From an optimization exercise on the open Yosys and OpenROAD flow, aimed at small area and a short achievable clock period; shortcuts taken in it are not production practice.
Function not checked in this run: the RTL went through the layout flow alone.
No activity file was given, so power comes from the tool's default toggle rates.

## design/flow/design.v

```verilog
module cvt_pipe #(parameter integer W = 1, parameter integer EN = 1) (
    input  wire         clk,
    input  wire [W-1:0] d,
    output wire [W-1:0] q
);
    generate
        if (EN) begin : g_reg
            reg [W-1:0] r;
            always @(posedge clk) r <= d;
            assign q = r;
        end else begin : g_wire
            assign q = d;
        end
    endgenerate
endmodule
module cvt_lane (
    input  wire        clk,
    input  wire        rst,
    input  wire        in_valid,
    input  wire [31:0] in_src,       
    input  wire [7:0]  in_e,         
    input  wire [3:0]  in_fmt,       
    input  wire [1:0]  in_rm,        
    input  wire        in_sat,       
    input  wire [23:0] in_u,         
    output wire        out_valid,
    output wire [31:0] out_res,      
    output wire        out_invalid,
    output wire        out_overflow
);
    localparam integer RA = 1;
    localparam integer RB = 1;
    localparam integer RC = 1;
    localparam integer RD = 1;
    localparam integer NR = RA + RB + RC + RD;
    reg [NR-1:0] vld;
    integer vi;
    always @(posedge clk) begin
        if (rst) vld <= {NR{1'b0}};
        else begin
            vld[0] <= in_valid;
            for (vi = 1; vi < NR; vi = vi + 1) vld[vi] <= vld[vi-1];
        end
    end
    assign out_valid = vld[NR-1];
    wire        s0   = in_src[31];
    wire [7:0]  E0   = in_src[30:23];
    wire [22:0] F0   = in_src[22:0];
    wire        Ez0  = ~|E0;
    wire        Emx0 = &E0;
    wire        Fz0  = ~|F0;
    wire f_int0  = in_fmt[3];
    wire f_i8_0  = in_fmt[3] & ~in_fmt[2];
    wire f_e5_0  = ~in_fmt[3] & in_fmt[2];
    wire f_e4_0  = ~in_fmt[3] & ~in_fmt[2] & in_fmt[1] & in_fmt[0];
    wire f_h_0   = ~in_fmt[3] & ~in_fmt[2] & in_fmt[1] & ~in_fmt[0];
    wire f_bf_0  = ~in_fmt[3] & ~in_fmt[2] & ~in_fmt[1] & in_fmt[0];
    wire f_sp_0  = ~in_fmt[3] & ~in_fmt[2] & ~in_fmt[1] & ~in_fmt[0];
    reg [4:0] clz0;
    integer k;
    always @(*) begin
        clz0 = 5'd24;
        for (k = 0; k < 23; k = k + 1)
            if (F0[k]) clz0 = 5'd23 - k[4:0];
    end
    wire [4:0] lz0 = Ez0 ? clz0 : 5'd0;
    wire signed [9:0] X0 = $signed({2'b00, E0[7:1], E0[0] | Ez0}) - $signed({{2{in_e[7]}}, in_e});
    wire signed [9:0] Y0 = X0 - $signed({5'd0, lz0});
    wire nan0  = Emx0 & ~Fz0;
    wire snan0 = nan0 & ~F0[22];
    wire inf0  = Emx0 & Fz0;
    wire zero0 = Ez0 & Fz0;
    localparam integer WA = 1+24+10+10+5+7+2+1+24+4;
    wire [WA-1:0] a_d = {s0, Ez0 ? 1'b0 : 1'b1, F0, X0, Y0, lz0,
                         f_int0, f_i8_0, f_e5_0, f_e4_0, f_h_0, f_bf_0, f_sp_0,
                         in_rm, in_sat, in_u, nan0, snan0, inf0, zero0};
    wire [WA-1:0] a_q;
    cvt_pipe #(.W(WA), .EN(RA)) u_ra (.clk(clk), .d(a_d), .q(a_q));
    wire               s1, nan1, snan1, inf1, zero1, sat1;
    wire        [23:0] M1;
    wire signed [9:0]  X1, Y1;
    wire        [4:0]  lz1;
    wire f_int1, f_i8_1, f_e5_1, f_e4_1, f_h_1, f_bf_1, f_sp_1;
    wire [1:0]  rm1;
    wire [23:0] u1;
    assign {s1, M1, X1, Y1, lz1, f_int1, f_i8_1, f_e5_1, f_e4_1, f_h_1, f_bf_1, f_sp_1,
            rm1, sat1, u1, nan1, snan1, inf1, zero1} = a_q;
    reg signed [9:0] Cn, Ymin, Ymax;
    reg        [4:0] nn;      
    always @(*) begin
        if (f_int1)      begin Cn = 10'sd150; nn = 5'd0;  Ymin = 10'sd0;   Ymax = 10'sd0;   end
        else if (f_e5_1) begin Cn = 10'sd134; nn = 5'd21; Ymin = 10'sd113; Ymax = 10'sd142; end
        else if (f_e4_1) begin Cn = 10'sd141; nn = 5'd20; Ymin = 10'sd121; Ymax = 10'sd135; end
        else if (f_h_1)  begin Cn = 10'sd126; nn = 5'd13; Ymin = 10'sd113; Ymax = 10'sd142; end
        else if (f_bf_1) begin Cn = 10'sd17;  nn = 5'd16; Ymin = 10'sd1;   Ymax = 10'sd254; end
        else             begin Cn = 10'sd1;   nn = 5'd0;  Ymin = 10'sd1;   Ymax = 10'sd254; end
    end
    wire               normal1 = ~f_int1 & ~zero1 & (Y1 >= Ymin);
    wire signed [9:0]  nsub1   = Cn - X1;
    wire signed [9:0]  nnrm1   = $signed({5'd0, nn}) - $signed({5'd0, lz1});
    wire signed [9:0]  n1      = normal1 ? nnrm1 : nsub1;
    wire signed [9:0]  n32     = n1 + 10'sd32;
    wire        [6:0]  sh1     = n32[9] ? 7'd0 : (|n32[8:7]) ? 7'd127 : n32[6:0];
    wire signed [9:0]  nst     = n1 - 10'sd24;
    wire        [4:0]  stk_k   = nst[9] ? 5'd0 : (nst > 10'sd24) ? 5'd24 : nst[4:0];
    wire        [23:0] stk_m   = ~(24'hFF_FFFF << stk_k);
    wire               sticky1 = |(M1 & stk_m);
    wire               big1    = (n1 <= -10'sd9);           
    wire               ygt1    = (Y1 > Ymax);
    wire               yeq1    = (Y1 == Ymax);
    wire        [7:0]  ef1     = ~normal1 ? 8'd0 :
                                 (f_sp_1 | f_bf_1) ? Y1[7:0] :
                                 f_e4_1 ? {4'd0, ~Y1[3], Y1[2:0]} :
                                          {3'd0, ~Y1[4], Y1[3:0]};
    localparam integer WB = 1+24+7+1+1+1+1+8+7+2+1+24+4;
    wire [WB-1:0] b_d = {s1, M1, sh1, sticky1, big1, ygt1, yeq1, ef1,
                         f_int1, f_i8_1, f_e5_1, f_e4_1, f_h_1, f_bf_1, f_sp_1,
                         rm1, sat1, u1, nan1, snan1, inf1, zero1};
    wire [WB-1:0] b_q;
    cvt_pipe #(.W(WB), .EN(RB)) u_rb (.clk(clk), .d(b_d), .q(b_q));
    wire        s2, sticky2, big2, ygt2, yeq2, sat2, nan2, snan2, inf2, zero2;
    wire [23:0] M2, u2;
    wire [6:0]  sh2;
    wire [7:0]  ef2;
    wire [1:0]  rm2;
    wire f_int2, f_i8_2, f_e5_2, f_e4_2, f_h_2, f_bf_2, f_sp_2;
    assign {s2, M2, sh2, sticky2, big2, ygt2, yeq2, ef2,
            f_int2, f_i8_2, f_e5_2, f_e4_2, f_h_2, f_bf_2, f_sp_2,
            rm2, sat2, u2, nan2, snan2, inf2, zero2} = b_q;
    wire [79:0] win2  = {M2, 56'd0} >> sh2;
    wire [31:0] kept2 = win2[55:24];
    wire [23:0] frac2 = win2[23:0];
    reg ru2;
    always @(*) begin
        case (rm2)
            2'd0:    ru2 = frac2[23] & ((|frac2[22:0]) | sticky2 | kept2[0]);
            2'd1:    ru2 = (frac2 > u2);
            default: ru2 = 1'b0;
        endcase
    end
    localparam integer WC = 1+32+1+1+1+1+8+7+1+4;
    wire [WC-1:0] c_d = {s2, kept2, ru2, big2, ygt2, yeq2, ef2,
                         f_int2, f_i8_2, f_e5_2, f_e4_2, f_h_2, f_bf_2, f_sp_2,
                         sat2, nan2, snan2, inf2, zero2};
    wire [WC-1:0] c_q;
    cvt_pipe #(.W(WC), .EN(RC)) u_rc (.clk(clk), .d(c_d), .q(c_q));
    wire        s3, ru3, big3, ygt3, yeq3, sat3, nan3, snan3, inf3, zero3;
    wire [31:0] kept3;
    wire [7:0]  ef3;
    wire f_int3, f_i8_3, f_e5_3, f_e4_3, f_h_3, f_bf_3, f_sp_3;
    assign {s3, kept3, ru3, big3, ygt3, yeq3, ef3,
            f_int3, f_i8_3, f_e5_3, f_e4_3, f_h_3, f_bf_3, f_sp_3,
            sat3, nan3, snan3, inf3, zero3} = c_q;
    reg [30:0] pk3;
    always @(*) begin
        if (f_e5_3)      pk3 = {24'd0, ef3[4:0], kept3[1:0]};
        else if (f_e4_3) pk3 = {24'd0, ef3[3:0], kept3[2:0]};
        else if (f_h_3)  pk3 = {16'd0, ef3[4:0], kept3[9:0]};
        else if (f_bf_3) pk3 = {16'd0, ef3[7:0], kept3[6:0]};
        else             pk3 = {ef3[7:0], kept3[22:0]};
    end
    wire [31:0] inc_a = f_int3 ? (kept3 ^ {32{s3}}) : {1'b0, pk3};
    wire        inc_c = f_int3 ? (s3 ^ ru3) : ru3;
    wire [31:0] inc3  = inc_a + {31'd0, inc_c};
    wire m_ones3 = f_e5_3 ? (&kept3[1:0]) :
                   f_e4_3 ? (&kept3[2:0]) :
                   f_h_3  ? (&kept3[9:0]) :
                   f_bf_3 ? (&kept3[6:0]) : (&kept3[22:0]);
    wire e4_six3 = (kept3[2:0] == 3'b110);
    wire fovf3   = ygt3 | (yeq3 & (f_e4_3 ? (m_ones3 | (e4_six3 & ru3)) : (m_ones3 & ru3)));
    wire hi8_3   = |kept3[31:8];
    wire iovf8   = big3 | hi8_3 | (s3 ? (kept3[7] & ((|kept3[6:0]) | ru3))
                                       : (kept3[7] | ((&kept3[6:0]) & ru3)));
    wire iovf32  = big3 | (kept3[31] & (~s3 | (|kept3[30:0])));
    wire iovf3   = f_i8_3 ? iovf8 : iovf32;
    reg [31:0] res3;
    reg        inv3, ovf3;
    always @(*) begin
        res3 = 32'd0;
        inv3 = 1'b0;
        ovf3 = 1'b0;
        if (f_int3) begin
            if (nan3) begin
                inv3 = 1'b1;
            end else if (inf3) begin
                inv3 = 1'b1;
                if (sat3) res3 = f_i8_3 ? (s3 ? 32'h80 : 32'h7F) : (s3 ? 32'h8000_0000 : 32'h7FFF_FFFF);
            end else if (sat3 & iovf3 & ~zero3) begin
                ovf3 = 1'b1;
                res3 = f_i8_3 ? (s3 ? 32'h80 : 32'h7F) : (s3 ? 32'h8000_0000 : 32'h7FFF_FFFF);
            end else begin
                res3 = f_i8_3 ? {24'd0, inc3[7:0]} : inc3;
            end
        end else begin
            if (nan3) begin
                inv3 = snan3;
                res3 = f_e5_3 ? 32'h7E : f_e4_3 ? 32'h7F : f_h_3 ? 32'h7E00 : f_bf_3 ? 32'h7FC0 : 32'h7FC0_0000;
            end else if (inf3) begin
                inv3 = f_e4_3;
                res3 = f_e5_3 ? {24'd0, s3, 7'h7C} : f_e4_3 ? {24'd0, s3, 7'h7F} :
                       f_h_3  ? {16'd0, s3, 15'h7C00} : f_bf_3 ? {16'd0, s3, 15'h7F80} : {s3, 31'h7F80_0000};
            end else if (fovf3 & ~zero3) begin
                ovf3 = 1'b1;
                res3 = f_e5_3 ? {24'd0, s3, 7'h7B} : f_e4_3 ? {24'd0, s3, 7'h7E} :
                       f_h_3  ? {16'd0, s3, 15'h7BFF} : f_bf_3 ? {16'd0, s3, 15'h7F7F} : {s3, 31'h7F7F_FFFF};
            end else begin
                res3 = (f_e5_3 | f_e4_3) ? {24'd0, s3, inc3[6:0]} :
                       (f_h_3 | f_bf_3)  ? {16'd0, s3, inc3[14:0]} : {s3, inc3[30:0]};
            end
        end
    end
    wire [33:0] d_q;
    cvt_pipe #(.W(34), .EN(RD)) u_rd (.clk(clk), .d({inv3, ovf3, res3}), .q(d_q));
    assign {out_invalid, out_overflow, out_res} = d_q;
endmodule
```

## design/flow/run.sh

```bash
#!/bin/bash
# synth_recipe.tcl (not shown) runs the flow's synth.tcl, then flattens the netlist and writes it again
# the make line also repeats each setting of config.mk as NAME=value (left out here)
make -C /OpenROAD-flow-scripts/flow DESIGN_CONFIG=/design/flow/config.mk WORK_HOME=/design/flow/orfs CLKGATE_MAP_FILE= SYNTH_SCRIPT=/design/flow/synth_recipe.tcl finish
```

## design/flow/config.mk

```make
export PLATFORM = sky130hd
export DESIGN_NAME = cvt_lane
export DESIGN_NICKNAME = cvt_lane
export VERILOG_FILES = /design/flow/design.v
export SDC_FILE = /design/flow/constraint.sdc
export NUM_CORES = 4
export LEC_CHECK = 0
export CAP_MARGIN = 20
export CORE_MARGIN = 2
export CORE_UTILIZATION = 40
export PLACE_DENSITY = 0.6
export SETUP_SLACK_MARGIN = 0.5
export SLEW_MARGIN = 20
```

## design/flow/constraint.sdc

```tcl
create_clock -name core_clock -period 15.0 [get_ports {clk}]
set_input_delay 3.0000 -clock core_clock [delete_from_list [all_inputs] [get_ports {clk}]]
set_output_delay 3.0000 -clock core_clock [all_outputs]
set_load 0.01 [all_outputs]
```

==> reports/qor.yml <==
status: "complete, no violations"
setup_violations: 0
totalWireLength_mm: 35.3
cts_buffer_depth: 3
setup-tns-final_ns: 0
initial_core_util_pct: 40.7
crit_path_end_kind: "register"
grt_pass1_vias: 10800
htree_levels: 1
crit_fanout: 4
max_slew.worst_pin.slew_ns: 1.07
grt_use_total_pct: 19.4
p_leak_uw: 0.00658
grt-ovfl-total: 0
fin_skew_ns: 0.0238
synth-edff-count: 0
dieArea_sq_mm: 0.0356
wl_per_cell_um: 16.9
p_sw_uw: 1220
vias: 11400
drc_errors: 0
ctsRootBufferMaster: "clkbuf_16"
grt_antenna_before_repair: 0
synthesis.area_sq_mm: 0.0136
mostFrequentLayoutCell: "dfxtp_1"
drv_cap: 0
clk_pin_slew_ns: 0.06
irDropWorstVdd_v: 0.000104
finalCritPeriodShare_pct: 40.5
combPwrFrac_pct: 44.9
swShare_pct: 39.9
p_int_uw: 1830
first_pass_iters: 7
critical_path.startpoint_type: "primary input"
ys_types: 85
clock-sinks: 263
cts_resized: 0
max_freq_ghz: 0.165
grt_pass1_wl_mm: 56.2
cp.arrival_ns: 6.51
routabilityCongestion: 0.877
drive_gt1_share_pct: 7.55
areaGrowthSynthToFinish_pct: 17.5
post_cts_buffers: 0
rows: 67
port_buffers: 108
synth_fp_nets: 1685
final_util_pct: 47.8
fp.dieW_um: 189
hold_violations: 0
clk_latency_ns: 0.57
postSynth.asyncResetShare_pct: 0
synth_cells: 1538
synthFlopType: "dfxtp_1"
min_period_ns: 6.07
synth-seq-area-share_pct: 38.6
ys_warn_count: 5
power.clock.fraction_pct: 23.4
core_area_sq_mm: 0.0335
io_pins: 109
worst-endpoint-required_ns: 15.44
hold_path.class: "reg2reg"
dp_hpwl_mm: 27.2
cts_inserted_buffers: 29
hold_buffers: 0
antenna_cells: 0
grt_max_degree: 44
drv_slew: 0
tritoncts: "built"
via_per_inst: 5.44
pwr_density_cell_mw_per_mm2: 190
critPathKind: "in2reg"
max_slew_margin_pct: 28.5
rsz0062_at_grt: "false"
die_h_um: 189
power_frac_seq_pct: 31.7
synth_seq_cells: 263
final_cell_mix: "dfxtp_1, nor2_1, nand2_1, clkdlybuf4s50_1, o21ai_0"
final_nets: 1766
drt-initial-drc-count: 647
drtAntennaViolNets: 0
syn_area_per_cell_sq_um: 8.87
## synthesized netlist by cell type (all sizes together), types with 9 or more instances
cell type,count,area share (%)
o211ai,9,0.50
nand4,19,1.0
nand2b,27,1.2
dfxtp,263,39
a31oi,18,0.83
or2,10,0.46
xor2,34,2.2
nand3,32,1.2
mux4,19,3.1
o21a,11,0.61
a211oi,9,0.50
nor3,33,1.4
a21boi,9,0.50
o21ai,91,3.3
and2,15,0.69
xnor2,50,3.2
a22o,15,0.96
clkbuf,45,1.3
nand2,115,3.2
nor2,157,4.3
mux2,19,1.6
a21oi,84,3.1
buf,23,0.97
mux2i,46,3.4
nor4,21,1.2
nor2b,33,1.5
a22oi,13,0.72
or3,10,0.46
o22ai,30,1.4
ha,70,6.4
a21o,22,1.2
inv,87,2.4
## registers in the layout, summed over array words and instances, names as in the netlist
register,count
u_ra.g_reg.r,88
u_rb.g_reg.r,81
u_rc.g_reg.r,56
u_rd.g_reg.r,34
vld,4
## logic make-up (layout without fill, tap and decap cells)
group / after synthesis / after routing / share of synthesized area, %
simple gates: 502 / 502 / 18.5
buf+inv: 156 / 260 / 4.65
xor+xnor: 84 / 84 / 5.39
flops: 263 / 263 / 38.6
fa+ha+maj: 73 / 73 / 6.86
compound gates: 376 / 376 / 18.0
mux: 84 / 84 / 8.08
## worst max-delay path, cell delays in order
cell	delay, ns
clkdlybuf4s50_1	0.48
nor4_1	0.45
a21oi_1	0.14
ha_1	0.24
fa_1	0.54
inv_1	0.07
ha_1	0.28
nor2b_1	0.12
o21ai_0	0.17
nand2b_1	0.11
a21o_1	0.19
a21o_1	0.20
nor3_1	0.25
nand3_1	0.14
xnor2_1	0.14
## cell type report
type                            count  area, sq um
Clock buffer                       35          768
Clock inverter                     19          208
Fill cell                        3267        17500
Inverter                           88          330
Multi-Input combinational cell   1119         7740
Sequential cell                   263         5270
Tap cell                          448          561
Timing Repair Buffer              118         1160
## power groups by stage
stage                     clock [uW]  sequential (uW)  combinational (uW)
after floorplan                    0              928                 994
after global placement             0              982                1340
after detailed placement           0              981                1350
after CTS                        734              967                1360
after global routing             760              983                1510
final                            713              968                1370
## layer usage
layer | GRT usage, % | share of wire [%] | vias up
li1 | - | - | 5666
met1 | 25.4 | 45 | 5292
met2 | 32.9 | 47 | 348
met3 | 2.42 | 4.9 | 74
met4 | 7.15 | 3.1 | 0
met5 | 0 | 0 | -
## worst paths after layout
kind,startpoint,slack [ns],to,cells after the start
max,in_src[30],8.93,u_ra.g_reg.r[52],15
min,u_ra.g_reg.r[10],0.32,u_rb.g_reg.r[10],0
max reg2reg,u_ra.g_reg.r[34],9.71,u_rb.g_reg.r[49],19
min reg2reg,u_ra.g_reg.r[10],0.32,u_rb.g_reg.r[10],0
## per-stage QoR
| stage | power, uW | hold slack, ns | worst slack (ns) | instance area, sq um | std cells |
|---|---|---|---|---|---|
| 3_3_place_gp | 2330 | 0.312 | 8.37 | 15100 | 2036 |
| 5_1_grt | 3260 | 0.330 | 8.56 | 16000 | 2090 |
| 2_1_floorplan | 1920 | 0.310 | 9.14 | 13600 | 1538 |
| 4_1_cts | 3060 | 0.325 | 8.89 | 16000 | 2090 |
| 3_5_place_dp | 2340 | 0.312 | 8.30 | 15100 | 2036 |
| 6_report | 3050 | 0.323 | 8.93 | 16000 | 2090 |

==> separate check: timing with driven ports <==
Ports are ideal in the flow. The routed layout listed here was re-timed in OpenROAD.
Step 1, drivers: a clkbuf_16 drives clk and a buf_2 each remaining input, both assumed.
Step 2 adds t to the input delays and takes it off the output delays; t is the mean of the earliest and latest rising clock arrival at the registers after step 1. Input paths then give back, and output paths get back, about the clock's delay inside the block.
Three values: no drivers, after step 1, after step 2; two values: the first two.
t (ns): 0.609
slack for setup (ns): 8.928 / 8.955 / 8.346
clock arrival spread, ns: 0.024 / 0.024
After both steps this run still meets setup and hold. For this run, drivers alone change the setup slack by +0.027 ns; drivers and shift together by -0.582 ns.
